Source: an optimization exercise on an open RTL-to-GDS flow (aim: small area and a short achievable clock period). Production flows keep margins and buffers that such runs may drop.
The RTL was checked by simulation tests, not by an equivalence proof against the original design.
No activity file was given, so power comes from the tool's default toggle rates.

==> flow/design.v <==
module crc_engine (
    input  wire [31:0] crc_in,    
    input  wire [31:0] c_top,     
    input  wire [31:0] p_top,     
    input  wire [31:0] poly,      
    input  wire [31:0] mask,
    input  wire [31:0] data,
    input  wire [1:0]  nbytes,    
    input  wire        refin,
    output wire [31:0] crc_out
);
    reg [31:0] m;
    integer i, j, t, i0;
    always @* begin
        for (i0 = 0; i0 < 4; i0 = i0 + 1)
            for (t = 0; t < 8; t = t + 1)
                m[8*i0 + t] = refin ? data[8*i0 + t] : data[8*i0 + 7 - t];
    end
    reg [31:0] fb;
    reg        s;
    always @* begin
        for (i = 0; i < 32; i = i + 1) begin
            s = c_top[31-i] ^ m[i];
            for (j = 0; j < i; j = j + 1)
                s = s ^ (fb[j] & p_top[32-i+j]);
            fb[i] = s;
        end
    end
    reg [31:0] q, cs;
    integer i1;
    always @* begin
        q  = 32'd0;
        cs = 32'd0;
        case (nbytes)
            2'd0: begin
                for (i1 = 0; i1 < 8; i1 = i1 + 1) q[i1] = fb[7-i1];
                cs = crc_in << 8;
            end
            2'd1: begin
                for (i1 = 0; i1 < 16; i1 = i1 + 1) q[i1] = fb[15-i1];
                cs = crc_in << 16;
            end
            default: begin
                for (i1 = 0; i1 < 32; i1 = i1 + 1) q[i1] = fb[31-i1];
                cs = 32'd0;
            end
        endcase
    end
    reg [31:0] pr;
    reg        s2;
    integer    i2, j2;
    always @* begin
        for (i2 = 0; i2 < 32; i2 = i2 + 1) begin
            s2 = 1'b0;
            for (j2 = 0; j2 <= i2; j2 = j2 + 1)
                s2 = s2 ^ (q[j2] & poly[i2-j2]);
            pr[i2] = s2;
        end
    end
    assign crc_out = (cs ^ pr) & mask;
endmodule
module crc_units (
    input  wire        clk,
    input  wire        rst_n,
    input  wire        req_valid,
    input  wire        req_write,
    input  wire [15:0] req_addr,
    input  wire [1:0]  req_size,
    input  wire [31:0] req_wdata,
    output wire        rsp_valid,
    output wire        rsp_err,
    output wire [31:0] rsp_rdata
);
    reg        q_rst, q_valid, q_write, q_ok;
    reg [1:0]  q_unit;
    reg [3:0]  q_idx;
    reg [31:0] q_wdata;
    always @(posedge clk) begin
        q_rst   <= !rst_n;
        q_valid <= req_valid && rst_n;
        q_write <= req_write;
        q_ok    <= (req_addr[15:8] == 8'd0) && (req_addr[5:2] <= 4'd9) &&
                   (req_size == 2'd2) && (req_addr[1:0] == 2'b00);
        q_unit  <= req_addr[7:6];
        q_idx   <= req_addr[5:2];
        q_wdata <= req_wdata;
    end
    reg        cfg_en    [0:3];
    reg        cfg_refin [0:3];
    reg        cfg_refout[0:3];
    reg [4:0]  cfg_wm1   [0:3];
    reg [31:0] poly      [0:3];
    reg [31:0] init      [0:3];
    reg [31:0] xorout    [0:3];
    reg [31:0] val       [0:3];
    wire        s_en     = cfg_en[q_unit];
    wire        s_refin  = cfg_refin[q_unit];
    wire        s_refout = cfg_refout[q_unit];
    wire [4:0]  s_wm1    = cfg_wm1[q_unit];
    wire [31:0] s_poly   = poly[q_unit];
    wire [31:0] s_init   = init[q_unit];
    wire [31:0] s_xorout = xorout[q_unit];
    wire [31:0] s_val    = val[q_unit];
    wire [4:0]  sh    = ~s_wm1;                     
    wire [31:0] mask  = 32'hFFFF_FFFF >> sh;
    wire [31:0] c_top = s_val << sh;
    wire [31:0] p_top = s_poly << sh;
    wire is_data = (q_idx == 4'd7) || (q_idx == 4'd8) || (q_idx == 4'd9);
    wire err     = !q_ok || (q_write && is_data && !s_en);
    wire wen     = q_valid && q_write && !err;
    wire [31:0] crc_next;
    crc_engine u_engine (
        .crc_in (s_val),
        .c_top  (c_top),
        .p_top  (p_top),
        .poly   (s_poly),
        .mask   (mask),
        .data   (q_wdata),
        .nbytes (q_idx[1:0] + 2'd1),    
        .refin  (s_refin),
        .crc_out(crc_next)
    );
    reg [31:0] refl;
    integer k;
    always @* begin
        for (k = 0; k < 32; k = k + 1)
            refl[k] = c_top[31 - k];
    end
    wire [31:0] res = ((s_refout ? refl : s_val) ^ s_xorout) & mask;
    reg [31:0] rd;
    always @* begin
        case (q_idx)
            4'd0:    rd = {s_en, s_refin, s_refout, 24'd0, s_wm1};
            4'd1:    rd = s_poly & mask;
            4'd2:    rd = s_init & mask;
            4'd3:    rd = s_xorout & mask;
            4'd4:    rd = s_val & mask;
            4'd5:    rd = res;
            default: rd = 32'd0;
        endcase
    end
    assign rsp_valid = q_valid;
    assign rsp_err   = err;
    assign rsp_rdata = (q_write || !q_ok) ? 32'd0 : rd;
    wire [31:0] mw    = q_wdata & mask;
    wire [31:0] val_d = (q_idx == 4'd4) ? mw :
                        (q_idx == 4'd6) ? (s_init & mask) : crc_next;
    wire        val_w = (q_idx == 4'd4) || (q_idx == 4'd6 && q_wdata[0]) || is_data;
    genvar g;
    generate
        for (g = 0; g < 4; g = g + 1) begin : g_unit
            wire sel = wen && (q_unit == g);
            always @(posedge clk) begin
                if (q_rst) begin
                    cfg_en[g]     <= 1'b0;
                    cfg_refin[g]  <= 1'b1;
                    cfg_refout[g] <= 1'b1;
                    cfg_wm1[g]    <= 5'd31;
                    poly[g]       <= 32'h04C1_1DB7;
                    init[g]       <= 32'hFFFF_FFFF;
                    xorout[g]     <= 32'hFFFF_FFFF;
                    val[g]        <= 32'hFFFF_FFFF;
                end else if (sel) begin
                    if (q_idx == 4'd0) begin
                        cfg_en[g]     <= q_wdata[31];
                        cfg_refin[g]  <= q_wdata[30];
                        cfg_refout[g] <= q_wdata[29];
                        cfg_wm1[g]    <= q_wdata[4:0];
                    end
                    if (q_idx == 4'd1) poly[g]   <= mw;
                    if (q_idx == 4'd2) init[g]   <= mw;
                    if (q_idx == 4'd3) xorout[g] <= mw;
                    if (val_w)         val[g]    <= val_d;
                end
            end
        end
    endgenerate
endmodule
==> flow/run.sh <==
#!/bin/bash
# synth_recipe.tcl (not shown) runs the flow's synth.tcl, then flattens the netlist and writes it again
# the make line also repeats each setting of config.mk as NAME=value (left out here)
make -C /OpenROAD-flow-scripts/flow DESIGN_CONFIG=/design/flow/config.mk WORK_HOME=/design/flow/orfs CLKGATE_MAP_FILE= SYNTH_SCRIPT=/design/flow/synth_recipe.tcl finish
==> flow/config.mk <==
export PLATFORM = sky130hd
export DESIGN_NAME = crc_units
export DESIGN_NICKNAME = crc_units
export VERILOG_FILES = /design/flow/design.v
export SDC_FILE = /design/flow/constraint.sdc
export NUM_CORES = 4
export LEC_CHECK = 0
export CAP_MARGIN = 20
export CORE_MARGIN = 2
export CORE_UTILIZATION = 25
export PLACE_DENSITY = 0.4
export SLEW_MARGIN = 20
==> flow/constraint.sdc <==
create_clock -name core_clock -period 70.0 [get_ports {clk}]
set_input_delay 14.0000 -clock core_clock [delete_from_list [all_inputs] [get_ports {clk}]]
set_output_delay 14.0000 -clock core_clock [all_outputs]
set_load 0.01 [all_outputs]
==> results of run 1 <==
-- report_power, final --
group | total (mW) | leakage, nW | switching, mW | internal, mW
logic | 2.70 | 15.2 | 1.62 | 1.08
clock network | 0.374 | 1.13 | 0.153 | 0.221
registers | 0.340 | 4.76 | 0.00523 | 0.335
-- worst max path at each step --
stage	to	start	slack, ps
after CTS	rsp_rdata[11]	q_unit[1]$_DFF_P_	47720
after detailed placement	val[1][27]$_SDFFE_PP1P_	q_unit[1]$_DFF_P_	47930
after global routing	val[2][30]$_SDFFE_PP1P_	q_unit[1]$_DFF_P_	45830
final	val[2][24]$_SDFFE_PP1P_	q_unit[1]$_DFF_P_	47380
after global placement	val[2][27]$_SDFFE_PP1P_	q_unit[1]$_DFF_P_	48140
after floorplan	rsp_rdata[30]	q_unit[0]$_DFF_P_	50380
-- cell families (layout without fill, tap and decap cells) --
family | after synthesis | after routing | synth area share, %
XOR/XNOR | 921 | 921 | 16.2
buffers and inverters | 663 | 437 | 5.26
AND/OR/NAND/NOR | 2220 | 2220 | 18.3
flip-flops | 586 | 586 | 23.0
other | 0 | 2 | 0
AO/OA/AOI/OAI | 1886 | 1886 | 24.8
multiplexers | 429 | 429 | 12.2
adder cells (fa/ha/maj) | 6 | 6 | 0.147
-- cells in the mapped netlist (all sizes together), types with 10 or more instances --
cell type	instances	area share [%]
a21oi	438	4.3
a32oi	18	0.31
or2	16	0.20
and2	33	0.40
a21boi	14	0.21
mux2	70	1.6
o32ai	24	0.44
or3	43	0.53
a22oi	42	0.62
nor2	693	5.1
a221oi	70	1.3
o211ai	342	5.1
nand2	1110	8.2
o31ai	52	0.78
a31oi	51	0.64
a211oi	43	0.73
clkbuf	507	3.7
dfxtp	586	23
nor2b	43	0.53
xnor2	832	14
nand2b	25	0.31
o22ai	143	1.8
a2111oi	17	0.33
a221o	16	0.31
inv	10	0.074
nand3	54	0.54
buf	145	1.4
o21ai	382	3.8
xor2	81	1.4
mux4	147	6.5
nor4	30	0.42
mux2i	212	4.2
o21a	18	0.26
and3	19	0.23
a222oi	40	0.78
nor3	89	0.91
a211o	13	0.22
nand4	25	0.31
o221ai	27	0.46
a22o	43	0.74
-- routing by layer --
layer,vias up,part of all wire (%)
met3,582,7.2
met2,2458,44
met1,25412,42
met5,-,0.0054
met4,2,6.1
li1,23520,-
-- state kept, by name, indices dropped and copies added (netlist names), 20 cells and up --
register  cells
xorout      128
val         128
q_wdata      32
poly        128
cfg_wm1      20
init        128
-- area by class of cell --
class	instances	area [um^2]	area share, %
clock buffer	100	1960	3.45
clock inverter	22	323	0.568
sequential	586	11700	20.7
timing repair buffer	304	2510	4.42
inverter	11	48.8	0.0859
tap	2672	3340	5.88
multi-input combinational	5462	36900	64.9
antenna	2	5.00	0.00881
-- worst reg2reg max path: cells and delay by family (launching register included) --
kind	cells	cell delay, ps
flip-flops	1	780
AND/OR/NAND/NOR	19	7740
AO/OA/AOI/OAI	19	6520
buffers and inverters	5	2690
multiplexers	6	2490
XOR/XNOR	6	2260
-- per-stage QoR --
step | area [um^2] | cells | util [%]
floorplan | 51000 | 6711 | -
global placement | 54500 | 9031 | 26.9
detailed placement | 54500 | 9035 | 26.9
CTS | 56800 | 9157 | 28.1
global route | 56800 | 9158 | 28.1
finish | 56800 | 9159 | 28.1
-- layout by cell type (no fill, tap or decap), types with 49 or more instances in the layout --
cell and n:
a21oi_1 432, a221oi_1 65, a31oi_1 49, buf_4 215
clkbuf_16 68, clkdlybuf4s50_1 87, dfxtp_1 583, mux2_2 61
mux2i_1 209, mux4_2 146, nand2_1 1091, nand3_1 53
nor2_1 685, nor3_1 84, o211ai_1 340, o21ai_0 272
o21ai_1 102, o22ai_1 140, o31ai_1 49, xnor2_1 816
xor2_1 78
==> flow_summary.json, run 1 <==
{
  "path_depth": 55,
  "crit_required_ps": 70520,
  "crit_path_frequent_cell": "buf_4",
  "start_util_pct": 25.2,
  "syn_to_final_growth_pct": 11.3,
  "rows": 165,
  "crit_buf_inv": 5,
  "wire_per_inst_um": 28.3,
  "ir_worst_vdd_v": 0.0000599,
  "arrival_ps": 23140,
  "grt_pass1_wl_mm": 373,
  "cp_slowest_cell": "mux4_4",
  "core_um2": 203000,
  "maxCapViolations": 0,
  "drt_first_pass_iters": 10,
  "fmax_mhz": 44.2,
  "holdBufCountCts": 0,
  "grt.total_usage_pct": 24.0,
  "clk_path_buf_depth": 3,
  "synth_cell_types": 119,
  "reg2reg_from": "q_unit[1]$_DFF_P_",
  "busiest_layer": "met2",
  "cts_resized": 0,
  "drv_slew": 0,
  "hold_path_class": "flop to flop",
  "antenna_found_initial": 7,
  "ys_ff_latch": 586,
  "async_flop_share_pct": 0,
  "min_to": "val[3][11]$_SDFFE_PP1P_",
  "max_slew.worst_pin.slew_ps": 1160,
  "clock-sinks": 586,
  "met3_usage_pct": 3.26,
  "leakage_nw": 21.1,
  "power.density_nw_per_um2": 60.0,
  "cp_max_fo": 56,
  "cts_buffers": 68,
  "fillers": 21805,
  "startpoint_type": "flop",
  "layout-drive-gt1-share_pct": 10.4,
  "hp-start": "val[3][11]$_SDFFE_PP1P_",
  "gr-total-overflow": 0,
  "cts_root_buf": "clkbuf_16",
  "yosys_most_used_dff": "dfxtp_1",
  "netlist_area_um2": 51000,
  "fin_nets": 6493,
  "grt_max_degree": 195,
  "post_cts_buffers": 0,
  "drtIter0Drc": 6041,
  "hold_viol_final": 0,
  "ys_seq_area_share_pct": 23.0,
  "dp_slack_ps": 47930,
  "die-area_um2": 208000,
  "use_met1_pct": 31.8,
  "io_pins": 88,
  "vias": 51974,
  "critPathMaxStageDelay_ps": 910,
  "finalWirelength_mm": 259,
  "layout_setup_ws_ps": 47380,
  "period_needed_ps": 22620,
  "clkLatencyLatePin_ps": 660,
  "fin_skew_ps": 28.2,
  "cts_tree": "done",
  "syn-num-nets": 6771,
  "syn_inst": 6711,
  "synth_edf_count": 0,
  "cts-htree-levels": 3,
  "gp_congestion": 0.966,
  "synth_warnings": 10,
  "port_buffers": 87,
  "grtUsageMet2_pct": 37.9,
  "setup_tns_ps": 0,
  "hpwl_mm": 184,
  "via_per_inst": 5.67,
  "critical_path_class": "flop to flop",
  "rsz0062_at_grt": "false",
  "avgSynthCellArea_um2": 7.60,
  "setup_viol": 0,
  "die_h_um": 456,
  "chipWidth_um": 456,
  "rr_worst_depth": 55,
  "r2r_end": "val[2][24]$_SDFFE_PP1P_",
  "crit_path_end_kind": "flop",
  "path_delay_family": "simple AND/OR/NAND/NOR gates",
  "hold_depth": 2,
  "clkTransAtPathRegs_ps": 70,
  "slew-limit-headroom_pct": 22.5,
  "power_mw": 3.41,
  "min_period_over_period_pct": 32.3,
  "ant_nets": 0,
  "post-route-drc-count": 0,
  "r2r_slack_ps": 47380,
  "hold_ws_ps": 465,
  "grt_pass1_vias": 48844,
  "status": "no timing/DRC/antenna violations"
}
==> run 2: changes to the inputs <==
==> flow/flow/run.sh (new file) <==
#!/bin/bash
# Standard ORFS layout, with timing repair aimed at a setup slack margin so
# that the resizer works on the achieved period (the SDC is unchanged).
set -euo pipefail
MARGIN=$(cat flow/margin.txt)
bash standard.sh SETUP_SLACK_MARGIN=$MARGIN finish > flow_make.log 2>&1
==> flow/flow/margin.txt (new file) <==
53
==> flow/standard.sh (new file) <==
#!/bin/bash
# synth_recipe.tcl (not shown) runs the flow's synth.tcl, then flattens the netlist and writes it again
# the make line also repeats each setting of config.mk as NAME=value (left out here)
make -C /OpenROAD-flow-scripts/flow DESIGN_CONFIG=/design/flow/config.mk WORK_HOME=/design/flow/orfs CLKGATE_MAP_FILE= SYNTH_SCRIPT=/design/flow/synth_recipe.tcl "${@:-finish}"
removed: flow/run.sh
==> flow_summary.json, run 2 <==
{
  "antenna_found_initial": 12,
  "syn_inst": 6711,
  "crit_path_frequent_cell": "buf_16",
  "ys_ff_latch": 586,
  "path_delay_family": "multiplexers",
  "clkLatencyLatePin_ps": 660,
  "busiest_layer": "met2",
  "synth_top_area_cell": "dfxtp_1",
  "via_per_inst": 5.77,
  "combPwrFrac_pct": 81.1,
  "grt_pass1_vias": 49777,
  "met3_usage_pct": 3.58,
  "mostFrequentLayoutCells": "nand2_1, xnor2_1, nor2_1",
  "fillers": 21431,
  "p_int_mw": 1.78,
  "clock_power_share_pct": 9.7,
  "gr-total-overflow": 0,
  "gp_congestion": 0.949,
  "fmax_mhz": 53.2,
  "avgSynthCellArea_um2": 7.60,
  "drtIter0Drc": 7104,
  "clkTransAtPathRegs_ps": 60,
  "setup_viol": 0,
  "sw_frac_of_total_pct": 51.7,
  "arrival_ps": 4810,
  "die_h_um": 456,
  "rsz0062_at_grt": "true",
  "cts_tree": "done",
  "ant_nets": 0,
  "rr_worst_depth": 62,
  "fin_nets": 6793,
  "grt.total_usage_pct": 25.0,
  "path_depth": 17,
  "layout-drive-gt1-share_pct": 19.9,
  "cp_slowest_cell": "mux4_2",
  "path_cells": "buf_16, buf_16, buf_16, buf_16, buf_16, mux4_2, mux2_2, nor2_1, a2111o_1, nand4_1, mux2i_2, xnor2_1, nand2_1, a31oi_4, a21oi_2, nor2_1, clkdlybuf4s15_2",
  "hold_viol_final": 0,
  "drt_first_pass_iters": 8,
  "use_met1_pct": 32.8,
  "chipWidth_um": 456,
  "synth_warnings": 10,
  "grt_pass1_wl_mm": 386,
  "crit_buf_inv": 6,
  "seqPwrFrac_pct": 9.3,
  "ir_worst_vdd_v": 0.0000723,
  "dp.cells": 9015,
  "setup_tns_ps": 0,
  "ys_seq_area_share_pct": 23.0,
  "hpwl_mm": 181,
  "layout_setup_ws_ps": 51190,
  "cts_root_buf": "clkbuf_16",
  "grtUsageMet2_pct": 39.3,
  "core_um2": 203000,
  "vias": 54513,
  "synth_cell_types": 119,
  "cts_buffers": 67,
  "synthTopCellsByCount": "nand2_1, xnor2_1, nor2_1",
  "async_flop_share_pct": 0,
  "yosys_most_used_dff": "dfxtp_1",
  "power.density_nw_per_um2": 58.3,
  "io_pins": 88,
  "hold_depth": 2,
  "crit_required_ps": 56000,
  "wire_per_inst_um": 29.4,
  "critPathMaxStageDelay_ps": 640,
  "rows": 165,
  "fin_skew_ps": 45.6,
  "start_util_pct": 25.2,
  "die-area_um2": 208000,
  "port_buffers": 87,
  "yosysTopAreaCellShare_pct": 23.0,
  "synth_edf_count": 0,
  "syn-num-nets": 6771,
  "max_slew.worst_pin.slew_ps": 1350,
  "clock-sinks": 586,
  "synth_most_common_cell": "nand2_1",
  "power_mw": 3.67,
  "syn_to_final_growth_pct": 23.5,
  "finalWirelength_mm": 278,
  "netlist_area_um2": 51000,
  "drv_slew": 0,
  "min_period_over_period_pct": 26.9,
  "crit_path_end_kind": "output port",
  "post-route-drc-count": 0,
  "hold_path_class": "flop to flop",
  "grt_max_degree": 211,
  "placed_area_um2": 54600,
  "status": "no timing/DRC/antenna violations",
  "final_common_cell": "nand2_1",
  "switchingPower_mw": 1.90,
  "leakage_nw": 23.5,
  "critical_path_class": "flop to output port",
  "dp_slack_ps": 46210,
  "period_needed_ps": 18810,
  "startpoint_type": "flop",
  "fin_cells": 9455,
  "synthTopCellsByArea": "dfxtp_1, xnor2_1, nand2_1",
  "clk_path_buf_depth": 3,
  "maxCapViolations": 0,
  "slew-limit-headroom_pct": 9.58,
  "design_area_um2": 63000,
  "cts-htree-levels": 3,
  "cp_max_fo": 7
}
[run 2: cell counts after synthesis]
Identical to the previous run, type by type.
[run 2: per-layer routing]
| metal | routed length, um | part of all wire [%] |
|---|---|---|
| met5 | 137 | 0.049 |
| met4 | 18500 | 6.6 |
| met3 | 21800 | 7.8 |
| met2 | 123000 | 44 |
| met1 | 115000 | 41 |
[run 2: worst min-delay path, stage by stage (launching register included)]
cell and delay, ps:
dfxtp_1 320, a21oi_1 60, o31ai_1 50
[run 2: cell families after synthesis]
family                   Yosys count  synth area share (%)
AND/OR/NAND/NOR                 2220                  18.3
AO/OA/AOI/OAI                   1886                  24.8
XOR/XNOR                         921                  16.2
buffers and inverters            663                  5.26
flip-flops                       586                  23.0
multiplexers                     429                  12.2
adder cells (fa/ha/maj)            6                 0.147
[run 2: through the flow]
step	hold WS, ps	util (%)
floorplan	433	-
global placement	442	26.9
detailed placement	448	26.9
CTS	462	29.6
global route	488	31.1
finish	467	31.1
[run 2: final timing paths]
check / start / endpoint / slack [ps]
worst max-delay path: q_unit[0]$_DFF_P_ / rsp_rdata[3] / 51190
worst min-delay path: val[0][11]$_SDFFE_PP1P_ / val[0][11]$_SDFFE_PP1P_ / 470
worst max register to register: q_unit[0]$_DFF_P_ / val[3][7]$_SDFFE_PP1P_ / 53330
worst min register to register: val[0][11]$_SDFFE_PP1P_ / val[0][11]$_SDFFE_PP1P_ / 470
[run 2: power by group through the flow]
stage | sequential (mW) | combinational (mW) | clock (mW)
2_1_floorplan | 0.343 | 1.95 | 0
3_3_place_gp | 0.348 | 2.65 | 0
3_5_place_dp | 0.348 | 2.62 | 0
4_1_cts | 0.340 | 2.71 | 0.365
5_1_grt | 0.340 | 3.11 | 0.376
6_report | 0.340 | 2.98 | 0.356
[run 2: final cells by class]
type	count	area, um^2	share of cell area [%]
Multi-Input combinational cell	5474	39900	63.3
Sequential cell	586	11700	18.6
Timing Repair Buffer	593	5860	9.30
Tap cell	2672	3340	5.30
Clock buffer	99	1930	3.06
Clock inverter	18	219	0.347
Inverter	11	48.8	0.0774
Antenna cell	2	5.00	0.00794
[run 2: what timing repair did]
item,in CTS,in global routing
gates cloned,19,18
setup buffers,141,143
pin swaps,100,143
endpoints found under the setup margin,160,160
hold buffers,0,0
resized for setup,458,322

## re-timing with driven ports
How much do the figures lean on ideal ports? The routed layouts below were timed once more, with nothing changed but the port constraints.
Step 1 assumes that a clkbuf_16 drives the clock port and a buf_2 every other input.
Step 2, shift: input delay + t, output delay - t, t = (earliest + latest rising clock arrival at the registers) / 2. This alone moves slack from input paths to output paths.
a / b / c = ideal / step 1 / step 2; a / b = the first two.
run	shift t [ns]	setup slack, ns	pins driven straight from the clock port
run 1	0.712	47.377 / 47.377 / 47.377	1
run 2	0.696	51.187 / 51.124 / 51.820	1
After both steps setup and hold are still met in every run listed.
